From an optimization exercise on the open Yosys and OpenROAD flow, aimed at small area, a short achievable clock period and few clock cycles per item; shortcuts taken in it are not production practice.
Only simulation tests tie the RTL to the original design; equivalence was not proved.

==> flow/design.v <==
module aes_sbox (
  input  wire [7:0] x,
  output reg  [7:0] y
);
  always @(*) begin
      case (x)
        8'h00: y = 8'h63;
        8'h01: y = 8'h7c;
        8'h02: y = 8'h77;
        8'h03: y = 8'h7b;
        8'h04: y = 8'hf2;
        8'h05: y = 8'h6b;
        8'h06: y = 8'h6f;
        8'h07: y = 8'hc5;
        8'h08: y = 8'h30;
        8'h09: y = 8'h01;
        8'h0a: y = 8'h67;
        8'h0b: y = 8'h2b;
        8'h0c: y = 8'hfe;
        8'h0d: y = 8'hd7;
        8'h0e: y = 8'hab;
        8'h0f: y = 8'h76;
        8'h10: y = 8'hca;
        8'h11: y = 8'h82;
        8'h12: y = 8'hc9;
        8'h13: y = 8'h7d;
        8'h14: y = 8'hfa;
        8'h15: y = 8'h59;
        8'h16: y = 8'h47;
        8'h17: y = 8'hf0;
        8'h18: y = 8'had;
        8'h19: y = 8'hd4;
        8'h1a: y = 8'ha2;
        8'h1b: y = 8'haf;
        8'h1c: y = 8'h9c;
        8'h1d: y = 8'ha4;
        8'h1e: y = 8'h72;
        8'h1f: y = 8'hc0;
        8'h20: y = 8'hb7;
        8'h21: y = 8'hfd;
        8'h22: y = 8'h93;
        8'h23: y = 8'h26;
        8'h24: y = 8'h36;
        8'h25: y = 8'h3f;
        8'h26: y = 8'hf7;
        8'h27: y = 8'hcc;
        8'h28: y = 8'h34;
        8'h29: y = 8'ha5;
        8'h2a: y = 8'he5;
        8'h2b: y = 8'hf1;
        8'h2c: y = 8'h71;
        8'h2d: y = 8'hd8;
        8'h2e: y = 8'h31;
        8'h2f: y = 8'h15;
        8'h30: y = 8'h04;
        8'h31: y = 8'hc7;
        8'h32: y = 8'h23;
        8'h33: y = 8'hc3;
        8'h34: y = 8'h18;
        8'h35: y = 8'h96;
        8'h36: y = 8'h05;
        8'h37: y = 8'h9a;
        8'h38: y = 8'h07;
        8'h39: y = 8'h12;
        8'h3a: y = 8'h80;
        8'h3b: y = 8'he2;
        8'h3c: y = 8'heb;
        8'h3d: y = 8'h27;
        8'h3e: y = 8'hb2;
        8'h3f: y = 8'h75;
        8'h40: y = 8'h09;
        8'h41: y = 8'h83;
        8'h42: y = 8'h2c;
        8'h43: y = 8'h1a;
        8'h44: y = 8'h1b;
        8'h45: y = 8'h6e;
        8'h46: y = 8'h5a;
        8'h47: y = 8'ha0;
        8'h48: y = 8'h52;
        8'h49: y = 8'h3b;
        8'h4a: y = 8'hd6;
        8'h4b: y = 8'hb3;
        8'h4c: y = 8'h29;
        8'h4d: y = 8'he3;
        8'h4e: y = 8'h2f;
        8'h4f: y = 8'h84;
        8'h50: y = 8'h53;
        8'h51: y = 8'hd1;
        8'h52: y = 8'h00;
        8'h53: y = 8'hed;
        8'h54: y = 8'h20;
        8'h55: y = 8'hfc;
        8'h56: y = 8'hb1;
        8'h57: y = 8'h5b;
        8'h58: y = 8'h6a;
        8'h59: y = 8'hcb;
        8'h5a: y = 8'hbe;
        8'h5b: y = 8'h39;
        8'h5c: y = 8'h4a;
        8'h5d: y = 8'h4c;
        8'h5e: y = 8'h58;
        8'h5f: y = 8'hcf;
        8'h60: y = 8'hd0;
        8'h61: y = 8'hef;
        8'h62: y = 8'haa;
        8'h63: y = 8'hfb;
        8'h64: y = 8'h43;
        8'h65: y = 8'h4d;
        8'h66: y = 8'h33;
        8'h67: y = 8'h85;
        8'h68: y = 8'h45;
        8'h69: y = 8'hf9;
        8'h6a: y = 8'h02;
        8'h6b: y = 8'h7f;
        8'h6c: y = 8'h50;
        8'h6d: y = 8'h3c;
        8'h6e: y = 8'h9f;
        8'h6f: y = 8'ha8;
        8'h70: y = 8'h51;
        8'h71: y = 8'ha3;
        8'h72: y = 8'h40;
        8'h73: y = 8'h8f;
        8'h74: y = 8'h92;
        8'h75: y = 8'h9d;
        8'h76: y = 8'h38;
        8'h77: y = 8'hf5;
        8'h78: y = 8'hbc;
        8'h79: y = 8'hb6;
        8'h7a: y = 8'hda;
        8'h7b: y = 8'h21;
        8'h7c: y = 8'h10;
        8'h7d: y = 8'hff;
        8'h7e: y = 8'hf3;
        8'h7f: y = 8'hd2;
        8'h80: y = 8'hcd;
        8'h81: y = 8'h0c;
        8'h82: y = 8'h13;
        8'h83: y = 8'hec;
        8'h84: y = 8'h5f;
        8'h85: y = 8'h97;
        8'h86: y = 8'h44;
        8'h87: y = 8'h17;
        8'h88: y = 8'hc4;
        8'h89: y = 8'ha7;
        8'h8a: y = 8'h7e;
        8'h8b: y = 8'h3d;
        8'h8c: y = 8'h64;
        8'h8d: y = 8'h5d;
        8'h8e: y = 8'h19;
        8'h8f: y = 8'h73;
        8'h90: y = 8'h60;
        8'h91: y = 8'h81;
        8'h92: y = 8'h4f;
        8'h93: y = 8'hdc;
        8'h94: y = 8'h22;
        8'h95: y = 8'h2a;
        8'h96: y = 8'h90;
        8'h97: y = 8'h88;
        8'h98: y = 8'h46;
        8'h99: y = 8'hee;
        8'h9a: y = 8'hb8;
        8'h9b: y = 8'h14;
        8'h9c: y = 8'hde;
        8'h9d: y = 8'h5e;
        8'h9e: y = 8'h0b;
        8'h9f: y = 8'hdb;
        8'ha0: y = 8'he0;
        8'ha1: y = 8'h32;
        8'ha2: y = 8'h3a;
        8'ha3: y = 8'h0a;
        8'ha4: y = 8'h49;
        8'ha5: y = 8'h06;
        8'ha6: y = 8'h24;
        8'ha7: y = 8'h5c;
        8'ha8: y = 8'hc2;
        8'ha9: y = 8'hd3;
        8'haa: y = 8'hac;
        8'hab: y = 8'h62;
        8'hac: y = 8'h91;
        8'had: y = 8'h95;
        8'hae: y = 8'he4;
        8'haf: y = 8'h79;
        8'hb0: y = 8'he7;
        8'hb1: y = 8'hc8;
        8'hb2: y = 8'h37;
        8'hb3: y = 8'h6d;
        8'hb4: y = 8'h8d;
        8'hb5: y = 8'hd5;
        8'hb6: y = 8'h4e;
        8'hb7: y = 8'ha9;
        8'hb8: y = 8'h6c;
        8'hb9: y = 8'h56;
        8'hba: y = 8'hf4;
        8'hbb: y = 8'hea;
        8'hbc: y = 8'h65;
        8'hbd: y = 8'h7a;
        8'hbe: y = 8'hae;
        8'hbf: y = 8'h08;
        8'hc0: y = 8'hba;
        8'hc1: y = 8'h78;
        8'hc2: y = 8'h25;
        8'hc3: y = 8'h2e;
        8'hc4: y = 8'h1c;
        8'hc5: y = 8'ha6;
        8'hc6: y = 8'hb4;
        8'hc7: y = 8'hc6;
        8'hc8: y = 8'he8;
        8'hc9: y = 8'hdd;
        8'hca: y = 8'h74;
        8'hcb: y = 8'h1f;
        8'hcc: y = 8'h4b;
        8'hcd: y = 8'hbd;
        8'hce: y = 8'h8b;
        8'hcf: y = 8'h8a;
        8'hd0: y = 8'h70;
        8'hd1: y = 8'h3e;
        8'hd2: y = 8'hb5;
        8'hd3: y = 8'h66;
        8'hd4: y = 8'h48;
        8'hd5: y = 8'h03;
        8'hd6: y = 8'hf6;
        8'hd7: y = 8'h0e;
        8'hd8: y = 8'h61;
        8'hd9: y = 8'h35;
        8'hda: y = 8'h57;
        8'hdb: y = 8'hb9;
        8'hdc: y = 8'h86;
        8'hdd: y = 8'hc1;
        8'hde: y = 8'h1d;
        8'hdf: y = 8'h9e;
        8'he0: y = 8'he1;
        8'he1: y = 8'hf8;
        8'he2: y = 8'h98;
        8'he3: y = 8'h11;
        8'he4: y = 8'h69;
        8'he5: y = 8'hd9;
        8'he6: y = 8'h8e;
        8'he7: y = 8'h94;
        8'he8: y = 8'h9b;
        8'he9: y = 8'h1e;
        8'hea: y = 8'h87;
        8'heb: y = 8'he9;
        8'hec: y = 8'hce;
        8'hed: y = 8'h55;
        8'hee: y = 8'h28;
        8'hef: y = 8'hdf;
        8'hf0: y = 8'h8c;
        8'hf1: y = 8'ha1;
        8'hf2: y = 8'h89;
        8'hf3: y = 8'h0d;
        8'hf4: y = 8'hbf;
        8'hf5: y = 8'he6;
        8'hf6: y = 8'h42;
        8'hf7: y = 8'h68;
        8'hf8: y = 8'h41;
        8'hf9: y = 8'h99;
        8'hfa: y = 8'h2d;
        8'hfb: y = 8'h0f;
        8'hfc: y = 8'hb0;
        8'hfd: y = 8'h54;
        8'hfe: y = 8'hbb;
        8'hff: y = 8'h16;
        default: y = 8'h00;
      endcase
  end
endmodule
module aes_inv_sbox (
  input  wire [7:0] x,
  output reg  [7:0] y
);
  always @(*) begin
      case (x)
        8'h00: y = 8'h52;
        8'h01: y = 8'h09;
        8'h02: y = 8'h6a;
        8'h03: y = 8'hd5;
        8'h04: y = 8'h30;
        8'h05: y = 8'h36;
        8'h06: y = 8'ha5;
        8'h07: y = 8'h38;
        8'h08: y = 8'hbf;
        8'h09: y = 8'h40;
        8'h0a: y = 8'ha3;
        8'h0b: y = 8'h9e;
        8'h0c: y = 8'h81;
        8'h0d: y = 8'hf3;
        8'h0e: y = 8'hd7;
        8'h0f: y = 8'hfb;
        8'h10: y = 8'h7c;
        8'h11: y = 8'he3;
        8'h12: y = 8'h39;
        8'h13: y = 8'h82;
        8'h14: y = 8'h9b;
        8'h15: y = 8'h2f;
        8'h16: y = 8'hff;
        8'h17: y = 8'h87;
        8'h18: y = 8'h34;
        8'h19: y = 8'h8e;
        8'h1a: y = 8'h43;
        8'h1b: y = 8'h44;
        8'h1c: y = 8'hc4;
        8'h1d: y = 8'hde;
        8'h1e: y = 8'he9;
        8'h1f: y = 8'hcb;
        8'h20: y = 8'h54;
        8'h21: y = 8'h7b;
        8'h22: y = 8'h94;
        8'h23: y = 8'h32;
        8'h24: y = 8'ha6;
        8'h25: y = 8'hc2;
        8'h26: y = 8'h23;
        8'h27: y = 8'h3d;
        8'h28: y = 8'hee;
        8'h29: y = 8'h4c;
        8'h2a: y = 8'h95;
        8'h2b: y = 8'h0b;
        8'h2c: y = 8'h42;
        8'h2d: y = 8'hfa;
        8'h2e: y = 8'hc3;
        8'h2f: y = 8'h4e;
        8'h30: y = 8'h08;
        8'h31: y = 8'h2e;
        8'h32: y = 8'ha1;
        8'h33: y = 8'h66;
        8'h34: y = 8'h28;
        8'h35: y = 8'hd9;
        8'h36: y = 8'h24;
        8'h37: y = 8'hb2;
        8'h38: y = 8'h76;
        8'h39: y = 8'h5b;
        8'h3a: y = 8'ha2;
        8'h3b: y = 8'h49;
        8'h3c: y = 8'h6d;
        8'h3d: y = 8'h8b;
        8'h3e: y = 8'hd1;
        8'h3f: y = 8'h25;
        8'h40: y = 8'h72;
        8'h41: y = 8'hf8;
        8'h42: y = 8'hf6;
        8'h43: y = 8'h64;
        8'h44: y = 8'h86;
        8'h45: y = 8'h68;
        8'h46: y = 8'h98;
        8'h47: y = 8'h16;
        8'h48: y = 8'hd4;
        8'h49: y = 8'ha4;
        8'h4a: y = 8'h5c;
        8'h4b: y = 8'hcc;
        8'h4c: y = 8'h5d;
        8'h4d: y = 8'h65;
        8'h4e: y = 8'hb6;
        8'h4f: y = 8'h92;
        8'h50: y = 8'h6c;
        8'h51: y = 8'h70;
        8'h52: y = 8'h48;
        8'h53: y = 8'h50;
        8'h54: y = 8'hfd;
        8'h55: y = 8'hed;
        8'h56: y = 8'hb9;
        8'h57: y = 8'hda;
        8'h58: y = 8'h5e;
        8'h59: y = 8'h15;
        8'h5a: y = 8'h46;
        8'h5b: y = 8'h57;
        8'h5c: y = 8'ha7;
        8'h5d: y = 8'h8d;
        8'h5e: y = 8'h9d;
        8'h5f: y = 8'h84;
        8'h60: y = 8'h90;
        8'h61: y = 8'hd8;
        8'h62: y = 8'hab;
        8'h63: y = 8'h00;
        8'h64: y = 8'h8c;
        8'h65: y = 8'hbc;
        8'h66: y = 8'hd3;
        8'h67: y = 8'h0a;
        8'h68: y = 8'hf7;
        8'h69: y = 8'he4;
        8'h6a: y = 8'h58;
        8'h6b: y = 8'h05;
        8'h6c: y = 8'hb8;
        8'h6d: y = 8'hb3;
        8'h6e: y = 8'h45;
        8'h6f: y = 8'h06;
        8'h70: y = 8'hd0;
        8'h71: y = 8'h2c;
        8'h72: y = 8'h1e;
        8'h73: y = 8'h8f;
        8'h74: y = 8'hca;
        8'h75: y = 8'h3f;
        8'h76: y = 8'h0f;
        8'h77: y = 8'h02;
        8'h78: y = 8'hc1;
        8'h79: y = 8'haf;
        8'h7a: y = 8'hbd;
        8'h7b: y = 8'h03;
        8'h7c: y = 8'h01;
        8'h7d: y = 8'h13;
        8'h7e: y = 8'h8a;
        8'h7f: y = 8'h6b;
        8'h80: y = 8'h3a;
        8'h81: y = 8'h91;
        8'h82: y = 8'h11;
        8'h83: y = 8'h41;
        8'h84: y = 8'h4f;
        8'h85: y = 8'h67;
        8'h86: y = 8'hdc;
        8'h87: y = 8'hea;
        8'h88: y = 8'h97;
        8'h89: y = 8'hf2;
        8'h8a: y = 8'hcf;
        8'h8b: y = 8'hce;
        8'h8c: y = 8'hf0;
        8'h8d: y = 8'hb4;
        8'h8e: y = 8'he6;
        8'h8f: y = 8'h73;
        8'h90: y = 8'h96;
        8'h91: y = 8'hac;
        8'h92: y = 8'h74;
        8'h93: y = 8'h22;
        8'h94: y = 8'he7;
        8'h95: y = 8'had;
        8'h96: y = 8'h35;
        8'h97: y = 8'h85;
        8'h98: y = 8'he2;
        8'h99: y = 8'hf9;
        8'h9a: y = 8'h37;
        8'h9b: y = 8'he8;
        8'h9c: y = 8'h1c;
        8'h9d: y = 8'h75;
        8'h9e: y = 8'hdf;
        8'h9f: y = 8'h6e;
        8'ha0: y = 8'h47;
        8'ha1: y = 8'hf1;
        8'ha2: y = 8'h1a;
        8'ha3: y = 8'h71;
        8'ha4: y = 8'h1d;
        8'ha5: y = 8'h29;
        8'ha6: y = 8'hc5;
        8'ha7: y = 8'h89;
        8'ha8: y = 8'h6f;
        8'ha9: y = 8'hb7;
        8'haa: y = 8'h62;
        8'hab: y = 8'h0e;
        8'hac: y = 8'haa;
        8'had: y = 8'h18;
        8'hae: y = 8'hbe;
        8'haf: y = 8'h1b;
        8'hb0: y = 8'hfc;
        8'hb1: y = 8'h56;
        8'hb2: y = 8'h3e;
        8'hb3: y = 8'h4b;
        8'hb4: y = 8'hc6;
        8'hb5: y = 8'hd2;
        8'hb6: y = 8'h79;
        8'hb7: y = 8'h20;
        8'hb8: y = 8'h9a;
        8'hb9: y = 8'hdb;
        8'hba: y = 8'hc0;
        8'hbb: y = 8'hfe;
        8'hbc: y = 8'h78;
        8'hbd: y = 8'hcd;
        8'hbe: y = 8'h5a;
        8'hbf: y = 8'hf4;
        8'hc0: y = 8'h1f;
        8'hc1: y = 8'hdd;
        8'hc2: y = 8'ha8;
        8'hc3: y = 8'h33;
        8'hc4: y = 8'h88;
        8'hc5: y = 8'h07;
        8'hc6: y = 8'hc7;
        8'hc7: y = 8'h31;
        8'hc8: y = 8'hb1;
        8'hc9: y = 8'h12;
        8'hca: y = 8'h10;
        8'hcb: y = 8'h59;
        8'hcc: y = 8'h27;
        8'hcd: y = 8'h80;
        8'hce: y = 8'hec;
        8'hcf: y = 8'h5f;
        8'hd0: y = 8'h60;
        8'hd1: y = 8'h51;
        8'hd2: y = 8'h7f;
        8'hd3: y = 8'ha9;
        8'hd4: y = 8'h19;
        8'hd5: y = 8'hb5;
        8'hd6: y = 8'h4a;
        8'hd7: y = 8'h0d;
        8'hd8: y = 8'h2d;
        8'hd9: y = 8'he5;
        8'hda: y = 8'h7a;
        8'hdb: y = 8'h9f;
        8'hdc: y = 8'h93;
        8'hdd: y = 8'hc9;
        8'hde: y = 8'h9c;
        8'hdf: y = 8'hef;
        8'he0: y = 8'ha0;
        8'he1: y = 8'he0;
        8'he2: y = 8'h3b;
        8'he3: y = 8'h4d;
        8'he4: y = 8'hae;
        8'he5: y = 8'h2a;
        8'he6: y = 8'hf5;
        8'he7: y = 8'hb0;
        8'he8: y = 8'hc8;
        8'he9: y = 8'heb;
        8'hea: y = 8'hbb;
        8'heb: y = 8'h3c;
        8'hec: y = 8'h83;
        8'hed: y = 8'h53;
        8'hee: y = 8'h99;
        8'hef: y = 8'h61;
        8'hf0: y = 8'h17;
        8'hf1: y = 8'h2b;
        8'hf2: y = 8'h04;
        8'hf3: y = 8'h7e;
        8'hf4: y = 8'hba;
        8'hf5: y = 8'h77;
        8'hf6: y = 8'hd6;
        8'hf7: y = 8'h26;
        8'hf8: y = 8'he1;
        8'hf9: y = 8'h69;
        8'hfa: y = 8'h14;
        8'hfb: y = 8'h63;
        8'hfc: y = 8'h55;
        8'hfd: y = 8'h21;
        8'hfe: y = 8'h0c;
        8'hff: y = 8'h7d;
        default: y = 8'h00;
      endcase
  end
endmodule
module aes_core (
  input  wire         clk,
  input  wire         rst,        
  input  wire         key_load,   
  input  wire         key_256,    
  input  wire [255:0] key,
  input  wire         start,      
  input  wire         dir,        
  input  wire [127:0] din,
  output wire         ready,
  output reg          done,
  output wire [127:0] dout
);
  function [7:0] xtime(input [7:0] a);
    xtime = {a[6:0], 1'b0} ^ (a[7] ? 8'h1b : 8'h00);
  endfunction
  function [7:0] gmul(input [7:0] a, input [3:0] b);
    reg [7:0] a2, a4, a8;
    begin
      a2 = xtime(a);
      a4 = xtime(a2);
      a8 = xtime(a4);
      gmul = (b[0] ? a : 8'h00) ^ (b[1] ? a2 : 8'h00) ^
             (b[2] ? a4 : 8'h00) ^ (b[3] ? a8 : 8'h00);
    end
  endfunction
  function [7:0] get_byte(input [127:0] s, input integer b);
    get_byte = s[127 - 8*b -: 8];
  endfunction
  function [127:0] shift_rows(input [127:0] s);
    integer r, c;
    begin
      for (c = 0; c < 4; c = c + 1)
        for (r = 0; r < 4; r = r + 1)
          shift_rows[127 - 8*(4*c + r) -: 8] = get_byte(s, 4*((c + r) % 4) + r);
    end
  endfunction
  function [127:0] inv_shift_rows(input [127:0] s);
    integer r, c;
    begin
      for (c = 0; c < 4; c = c + 1)
        for (r = 0; r < 4; r = r + 1)
          inv_shift_rows[127 - 8*(4*c + r) -: 8] = get_byte(s, 4*((c + 4 - r) % 4) + r);
    end
  endfunction
  function [31:0] mix_col(input [31:0] a);
    reg [7:0] a0, a1, a2, a3;
    begin
      {a0, a1, a2, a3} = a;
      mix_col = {gmul(a0,2) ^ gmul(a1,3) ^ a2          ^ a3,
                 a0          ^ gmul(a1,2) ^ gmul(a2,3) ^ a3,
                 a0          ^ a1          ^ gmul(a2,2) ^ gmul(a3,3),
                 gmul(a0,3) ^ a1          ^ a2          ^ gmul(a3,2)};
    end
  endfunction
  function [31:0] inv_mix_col(input [31:0] a);
    reg [7:0] a0, a1, a2, a3;
    begin
      {a0, a1, a2, a3} = a;
      inv_mix_col = {gmul(a0,14) ^ gmul(a1,11) ^ gmul(a2,13) ^ gmul(a3,9),
                     gmul(a0,9)  ^ gmul(a1,14) ^ gmul(a2,11) ^ gmul(a3,13),
                     gmul(a0,13) ^ gmul(a1,9)  ^ gmul(a2,14) ^ gmul(a3,11),
                     gmul(a0,11) ^ gmul(a1,13) ^ gmul(a2,9)  ^ gmul(a3,14)};
    end
  endfunction
  function [127:0] mix_columns(input [127:0] s);
    mix_columns = {mix_col(s[127:96]), mix_col(s[95:64]),
                   mix_col(s[63:32]),  mix_col(s[31:0])};
  endfunction
  function [127:0] inv_mix_columns(input [127:0] s);
    inv_mix_columns = {inv_mix_col(s[127:96]), inv_mix_col(s[95:64]),
                       inv_mix_col(s[63:32]),  inv_mix_col(s[31:0])};
  endfunction
  reg          aes256;         
  reg          expanding;      
  reg  [3:0]   kidx;           
  reg  [7:0]   rcon;
  reg  [255:0] kw;             
  reg  [1919:0] rk;            
  wire [3:0]   nr = aes256 ? 4'd14 : 4'd10;
  wire [31:0]  klast  = kw[31:0];
  wire [127:0] kold   = aes256 ? kw[255:128] : kw[127:0];
  wire         krot   = !aes256 || !kidx[0];
  wire [31:0]  ksub_in = krot ? {klast[23:0], klast[31:24]} : klast;
  wire [31:0]  ksub_out;
  genvar g;
  generate
    for (g = 0; g < 4; g = g + 1) begin : g_ksbox
      aes_sbox u_sbox (.x(ksub_in[8*g +: 8]), .y(ksub_out[8*g +: 8]));
    end
  endgenerate
  wire [31:0]  kt  = ksub_out ^ (krot ? {rcon, 24'h0} : 32'h0);
  wire [31:0]  kn0 = kold[127:96] ^ kt;
  wire [31:0]  kn1 = kold[95:64]  ^ kn0;
  wire [31:0]  kn2 = kold[63:32]  ^ kn1;
  wire [31:0]  kn3 = kold[31:0]   ^ kn2;
  wire [127:0] knew = {kn0, kn1, kn2, kn3};
  reg          busy;
  reg          dir_r;
  reg  [3:0]   rnd;            
  reg  [127:0] state;
  wire [3:0]   rd_idx = busy ? (dir_r ? nr - rnd : rnd)
                             : (dir ? nr : 4'd0);
  wire [127:0] rkey   = rk[128*rd_idx +: 128];
  wire         last   = (rnd == nr);
  wire [127:0] enc_sub;
  wire [127:0] dec_sub;
  wire [127:0] dec_shift = inv_shift_rows(state);
  generate
    for (g = 0; g < 16; g = g + 1) begin : g_sbox
      aes_sbox     u_sbox  (.x(state[8*g +: 8]),     .y(enc_sub[8*g +: 8]));
      aes_inv_sbox u_isbox (.x(dec_shift[8*g +: 8]), .y(dec_sub[8*g +: 8]));
    end
  endgenerate
  wire [127:0] enc_shift = shift_rows(enc_sub);
  wire [127:0] enc_next  = (last ? enc_shift : mix_columns(enc_shift)) ^ rkey;
  wire [127:0] dec_ark   = dec_sub ^ rkey;
  wire [127:0] dec_next  = last ? dec_ark : inv_mix_columns(dec_ark);
  assign ready = !busy && !expanding;
  assign dout  = state;
  always @(posedge clk) begin
    if (rst) begin
      busy      <= 1'b0;
      expanding <= 1'b0;
      done      <= 1'b0;
      aes256    <= 1'b0;
      kidx      <= 4'd0;
      rcon      <= 8'h01;
      rnd       <= 4'd0;
      dir_r     <= 1'b0;
    end else begin
      done <= 1'b0;
      if (ready && key_load) begin
        aes256    <= key_256;
        expanding <= 1'b1;
        rcon      <= 8'h01;
        rk[127:0] <= key[255:128];
        if (key_256) begin
          kw            <= key;
          rk[255:128]   <= key[127:0];
          kidx          <= 4'd2;
        end else begin
          kw[127:0]     <= key[255:128];
          kidx          <= 4'd1;
        end
      end else if (expanding) begin
        rk[128*kidx +: 128] <= knew;
        if (aes256)
          kw <= {kw[127:0], knew};
        else
          kw[127:0] <= knew;
        if (krot)
          rcon <= xtime(rcon);
        kidx <= kidx + 4'd1;
        if (kidx == nr)
          expanding <= 1'b0;
      end else if (ready && start) begin
        busy  <= 1'b1;
        dir_r <= dir;
        rnd   <= 4'd1;
        state <= din ^ rkey;
      end else if (busy) begin
        state <= dir_r ? dec_next : enc_next;
        rnd   <= rnd + 4'd1;
        if (last) begin
          busy <= 1'b0;
          done <= 1'b1;
        end
      end
    end
  end
endmodule
==> flow/run.sh <==
#!/bin/bash
# synth_recipe.tcl (not shown) runs the flow's synth.tcl, then flattens the netlist and writes it again
# the make line also repeats each setting of config.mk as NAME=value (left out here)
make -C /OpenROAD-flow-scripts/flow DESIGN_CONFIG=/design/flow/config.mk WORK_HOME=/design/flow/orfs CLKGATE_MAP_FILE= SYNTH_SCRIPT=/design/flow/synth_recipe.tcl finish
==> flow/config.mk <==
export PLATFORM = sky130hd
export DESIGN_NAME = aes_core
export DESIGN_NICKNAME = aes_core
export VERILOG_FILES = /design/flow/design.v
export SDC_FILE = /design/flow/constraint.sdc
export NUM_CORES = 8
export LEC_CHECK = 0
export CAP_MARGIN = 20
export CORE_MARGIN = 2
export CORE_UTILIZATION = 30
export PLACE_DENSITY = 0.45
export SLEW_MARGIN = 20
==> flow/constraint.sdc <==
create_clock -name core_clock -period 12.0 [get_ports {clk}]
set_input_delay 2.4000 -clock core_clock [delete_from_list [all_inputs] [get_ports {clk}]]
set_output_delay 2.4000 -clock core_clock [all_outputs]
set_load 0.01 [all_outputs]
==> flow_summary.html <==
<table>
<tr><th>Metric</th><th>Value</th></tr>
<tr><th colspan="2">Final layout</th></tr>
<tr><td>Fraction of final layout cells with drive strength greater than 1</td><td>11.7%</td></tr>
<tr><td>Relative area change from synthesis to final layout</td><td>14.6%</td></tr>
<tr><td>Post-route cell area</td><td>292,000 um2</td></tr>
<tr><td>Number of nets in the final layout</td><td>33,100</td></tr>
<tr><td>Finished Core Util</td><td>34.5%</td></tr>
<tr><th colspan="2">Status</th></tr>
<tr><td>Result of the run</td><td>no timing/DRC/antenna violations</td></tr>
<tr><th colspan="2">GRT</th></tr>
<tr><td>Antenna violations before repair</td><td>250</td></tr>
<tr><td>Number of global-route vias before repair</td><td>~280k</td></tr>
<tr><td>Global-route wire length before repair</td><td>about 2,600,000 um</td></tr>
<tr><td>Total global-route track usage</td><td>43.9%</td></tr>
<tr><td>Maximum number of pins on one net before global-route repair</td><td>179</td></tr>
<tr><td>Remaining global-route overflow</td><td>0</td></tr>
<tr><th colspan="2">Setup path</th></tr>
<tr><td>Endpoint class of the critical path</td><td>register</td></tr>
<tr><td>Crit. path cell count</td><td>20</td></tr>
<tr><td>Worst path cell trace</td><td>buf_8 -&gt; nand3b_1 -&gt; o211a_4 -&gt; buf_12 -&gt; nor3_4 -&gt; buf_4 -&gt; a32o_1 -&gt; a31o_2 -&gt; xor2_1 -&gt; xnor3_1 -&gt; xor2_1 -&gt; xnor3_1 -&gt; xnor2_1 -&gt; o21a_2 -&gt; buf_12 -&gt; buf_4 -&gt; a311oi_1 -&gt; o31ai_1 -&gt; a22oi_1 -&gt; nor4_1</td></tr>
<tr><td>Startpoint types</td><td>input port</td></tr>
<tr><td>Reg2Reg Depth</td><td>20</td></tr>
<tr><td>Launching element of the worst setup path</td><td>dir</td></tr>
<tr><td>Critical path data required time</td><td>12.83 ns</td></tr>
<tr><td>Count of buffer and inverter cells on the critical path</td><td>5</td></tr>
<tr><td>Critical path's slowest cell</td><td>o31ai_1</td></tr>
<tr><td>Longest individual stage delay on the worst path</td><td>0.86 ns</td></tr>
<tr><td>Flop-to-flop setup slack</td><td>0.54 ns</td></tr>
<tr><td>Worst setup endpoint</td><td>g_sbox[4].u_sbox.y[6]</td></tr>
<tr><td>Startpoint of the worst register-to-register path</td><td>busy</td></tr>
<tr><td>Critical path arrival</td><td>12.29 ns</td></tr>
<tr><td>Worst setup path category</td><td>in -&gt; reg</td></tr>
<tr><td>Worst-path fanout max</td><td>52</td></tr>
<tr><td>Family with the most delay on the worst path</td><td>compound AO/OA/AOI/OAI gates</td></tr>
<tr><td>Endpoint of the worst register-to-register path</td><td>g_sbox[4].u_sbox.y[6]</td></tr>
<tr><th colspan="2">Yosys</th></tr>
<tr><td>Number of cells produced by synthesis</td><td>between 30,000 and 40,000</td></tr>
<tr><td>Count of distinct cell types in the synthesized netlist</td><td>146</td></tr>
<tr><td>Sequential share of the synthesized area</td><td>29.3%</td></tr>
<tr><td>Mapped Nets</td><td>approximately 33,000</td></tr>
<tr><td>Most common flop cell mapped by yosys</td><td>edfxtp_1</td></tr>
<tr><td>Synth async-reset ratio</td><td>0%</td></tr>
<tr><td>Yosys reg bits</td><td>2,581</td></tr>
<tr><td>Yosys Warn Count</td><td>3</td></tr>
<tr><td>EDFF count, synth</td><td>2,304</td></tr>
<tr><td>Synth Area per Inst</td><td>7.81 um2</td></tr>
<tr><td>Synthesized area</td><td>255,000 um2</td></tr>
<tr><th colspan="2">Placement</th></tr>
<tr><td>Number of buffers inserted by port buffering</td><td>519</td></tr>
<tr><td>Half-perimeter wire length of the detailed placement result</td><td>~1,500,000 um</td></tr>
<tr><td>Placer's final routability congestion estimate</td><td>around 1.1</td></tr>
<tr><td>Post-detailed-placement cell area</td><td>280,000 um2</td></tr>
<tr><th colspan="2">Drt</th></tr>
<tr><td>Total wire length after detailed routing</td><td>between 1,500,000 and 2,000,000 um</td></tr>
<tr><td>Starting DRT DRC Count</td><td>about 54,000</td></tr>
<tr><td>Detailed-route via count</td><td>304,000</td></tr>
<tr><td>Remaining antenna violation count after routing</td><td>0</td></tr>
<tr><td>Average via count per standard cell</td><td>6.93</td></tr>
<tr><td>Wire per inst</td><td>45.4 um</td></tr>
<tr><td>Detailed-route DRC error count</td><td>0</td></tr>
<tr><td>DRT Pass-1 Iters</td><td>10</td></tr>
<tr><th colspan="2">Clock network</th></tr>
<tr><td>Resized Gates After CTS</td><td>0</td></tr>
<tr><td>Clock tree root buffer cell</td><td>clkbuf_16</td></tr>
<tr><td>Clock Pin Slew Worst Setup and Hold Paths</td><td>0.06 ns</td></tr>
<tr><td>Clock insertion delay at the later pin of the skew report</td><td>1.13 ns</td></tr>
<tr><td>Clk sinks</td><td>2,581</td></tr>
<tr><td>Post-CTS setup repair buffer count</td><td>0</td></tr>
<tr><td>H-tree levels</td><td>5</td></tr>
<tr><td>Buffer depth of the longest clock path</td><td>4</td></tr>
<tr><td>Cts-stage hold buffer count</td><td>0</td></tr>
<tr><td>Number of CTS-inserted buffers</td><td>342</td></tr>
<tr><td>TritonCTS clock tree</td><td>done</td></tr>
<tr><th colspan="2">Die</th></tr>
<tr><td>Std-Cell Core Area</td><td>~850,000 um2</td></tr>
<tr><td>Die X</td><td>925 um</td></tr>
<tr><td>Die ar.</td><td>856,000 um2</td></tr>
<tr><td>Initial core utilization</td><td>30.1%</td></tr>
<tr><td>Number of standard-cell rows in the floorplan</td><td>338</td></tr>
<tr><td>Number of placed I/O pins</td><td>520</td></tr>
<tr><td>Die span in y</td><td>925 um</td></tr>
<tr><th colspan="2">STA</th></tr>
<tr><td>Transition at the pin with the smallest max-transition slack</td><td>1.32 ns</td></tr>
<tr><td>Final Cycle Share</td><td>95.5%</td></tr>
<tr><td>Upper clock frequency limit</td><td>around 87 MHz</td></tr>
<tr><td>Worst relative slew slack</td><td>between 10 and 15%</td></tr>
<tr><td>Max Clock Skew</td><td>about 0.15 ns</td></tr>
<tr><td>Setup-failing EPs final</td><td>0</td></tr>
<tr><td>Final hold vios</td><td>0</td></tr>
<tr><td>Pins over their slew limit</td><td>0</td></tr>
<tr><td>RSZ-0062 raised after global routing</td><td>no</td></tr>
<tr><td>Final TNS setup</td><td>0 ns</td></tr>
<tr><td>Worst Hold Margin</td><td>0.496 ns</td></tr>
<tr><td>Post-layout min period</td><td>11.46 ns</td></tr>
<tr><th colspan="2">Hold path</th></tr>
<tr><td>Number of cells on the worst hold path</td><td>2</td></tr>
<tr><td>Type of the most critical hold path</td><td>reg -&gt; reg</td></tr>
<tr><td>Min-Delay Startpoint</td><td>kw[113]</td></tr>
<tr><th colspan="2">Run</th></tr>
<tr><td>Reported max-cap violation count</td><td>0</td></tr>
</table>
## registers in the layout, summed over array words and instances (netlist names)
| signal | flops |
|---|---|
| rcon | 8 |
| dir_r | 1 |
| state | 128 |
| done | 1 |
| kw | 256 |
| expanding | 1 |
| rnd | 4 |
| g_sbox.u_sbox.y | 128 |
| rk | 1920 |
| busy | 1 |
| aes256 | 1 |
| kidx | 4 |
| g_sbox.u_isbox.y | 128 |
## worst min-delay path, delay by kind of cell (launching register included)
| kind | cells | cell delay, ns |
|---|---|---|
| DFF | 1 | 0.35 |
| and+or+nand+nor | 2 | 0.12 |
## synth_stat cells, types with 275 or more instances
master | n | area share (%)
nand3_1 | 1076 | 2.1
a21oi_1 | 2653 | 5.2
clkbuf_1 | 1895 | 2.8
o221ai_1 | 286 | 0.98
xnor2_1 | 1041 | 3.6
dfxtp_1 | 277 | 2.2
o311ai_0 | 307 | 1.1
o22ai_1 | 343 | 0.84
nand2_1 | 5068 | 7.5
buf_2 | 945 | 1.9
xor2_1 | 378 | 1.3
a211oi_1 | 717 | 2.1
a31oi_1 | 651 | 1.6
mux2i_1 | 748 | 2.9
edfxtp_1 | 2304 | 27
a221oi_1 | 386 | 1.3
nor3_1 | 909 | 1.8
nor2_1 | 2388 | 3.5
a311oi_1 | 437 | 1.5
buf_1 | 275 | 0.41
o21ai_0 | 3888 | 7.6
o211ai_1 | 575 | 1.7
ha_1 | 426 | 2.1
## cells in the final DEF (no fill, tap or decap), drive strengths merged, types with 130 or more instances in the layout
cell	Yosys	layout
nand2	5085	5085
o21ai	3977	3977
a21oi	2665	2665
nor2	2411	2411
edfxtp	2304	2304
buf	1499	2177
xnor2	1095	1095
nand3	1079	1079
nor3	923	923
mux2i	755	755
a211oi	736	736
a31oi	663	663
o211ai	581	581
clkdlybuf4s50	0	517
a311oi	437	437
clkbuf	1896	436
ha	426	426
xor2	424	424
a221oi	396	396
o22ai	345	345
o311ai	338	338
o221ai	292	292
dfxtp	277	277
mux2	236	236
xnor3	208	208
nor2b	196	196
and3	193	193
inv	168	182
o31ai	172	172
and2	167	167
or3	165	165
a32oi	160	160
clkinv	17	153
o2111ai	137	137
nor4	133	133
a22oi	132	132
diode	0	131
a21o	130	130
## cell families (layout without fill, tap and decap cells)
logic type	Yosys count	count (layout)	synth area share [%]
AOI/OAI and AO/OA	12400	12400	31.5
and+or+nand+nor	10800	10800	18.5
buffers and inverters	3580	3507	6.30
DFF	2581	2581	29.3
xor gates and xnor gates	1762	1762	7.73
muxes	1053	1053	4.58
adders and majority gates	426	426	2.09
other	0	131	0
## through the flow
stage               worst slack (ns)  std cells
finish                         0.539      43900
CTS                             1.26      43800
floorplan                     -15.51      32600
global route                   0.550      43800
global placement             -0.0207      43100
detailed placement             0.261      43100
## cell type report
type / instances / area (um2)
fillers: 90200 / 555000
multi-input cells: 26500 / 167000
flip-flops and latches: 2581 / 74700
repair buffers: 2698 / 23500
well taps: 11200 / 14000
clock buffers: 433 / 8970
clock inverters: 191 / 2280
inverters: 185 / 721
diodes: 131 / 328
## worst min-delay path by stage
| stage | end | slack, ns |
|---|---|---|
| global route | kw[241] | 0.52 |
| finish | kw[241] | 0.50 |
| CTS | rcon[2] | 0.49 |
| global placement | rcon[2] | 0.48 |
| detailed placement | rcon[2] | 0.48 |
| floorplan | rcon[7] | 0.46 |
## metal layers
metal  share of wire [%]  GRT usage (%)
met1                  40           59.0
met2                  40           61.1
met3                  12           13.1
met4                 7.9           27.8
met5               0.032              0
Testbench counts, summed over its fixed seeds: cycles 17,220, blocks 1,239.

-- what the ideal ports hide --
The flow's constraints put no driver on any port. The routed layout listed below was extracted and timed again, unchanged, in two steps. Step 1: set_driving_cell puts a clkbuf_16 on clk and a buf_2 on each other input, an assumption about the parent block. Step 2, shift: input delay + t, output delay - t, t = (earliest + latest rising clock arrival at the registers) / 2. This alone moves slack from input paths to output paths. a / b / c = ideal ports / drivers / drivers and shift; a / b = the first two.
shift t [ns]: 1.191
setup WS [ns]: 0.539 / 0.544 / -0.567
clock arrival spread, ns: 0.149 / 0.148
worst register clock-pin slew, ns: 0.08 / 0.08
With both steps, setup timing fails in this run, where it was met with ideal ports. For this run, drivers alone change the setup slack by +0.005 ns; drivers and shift together by -1.106 ns.
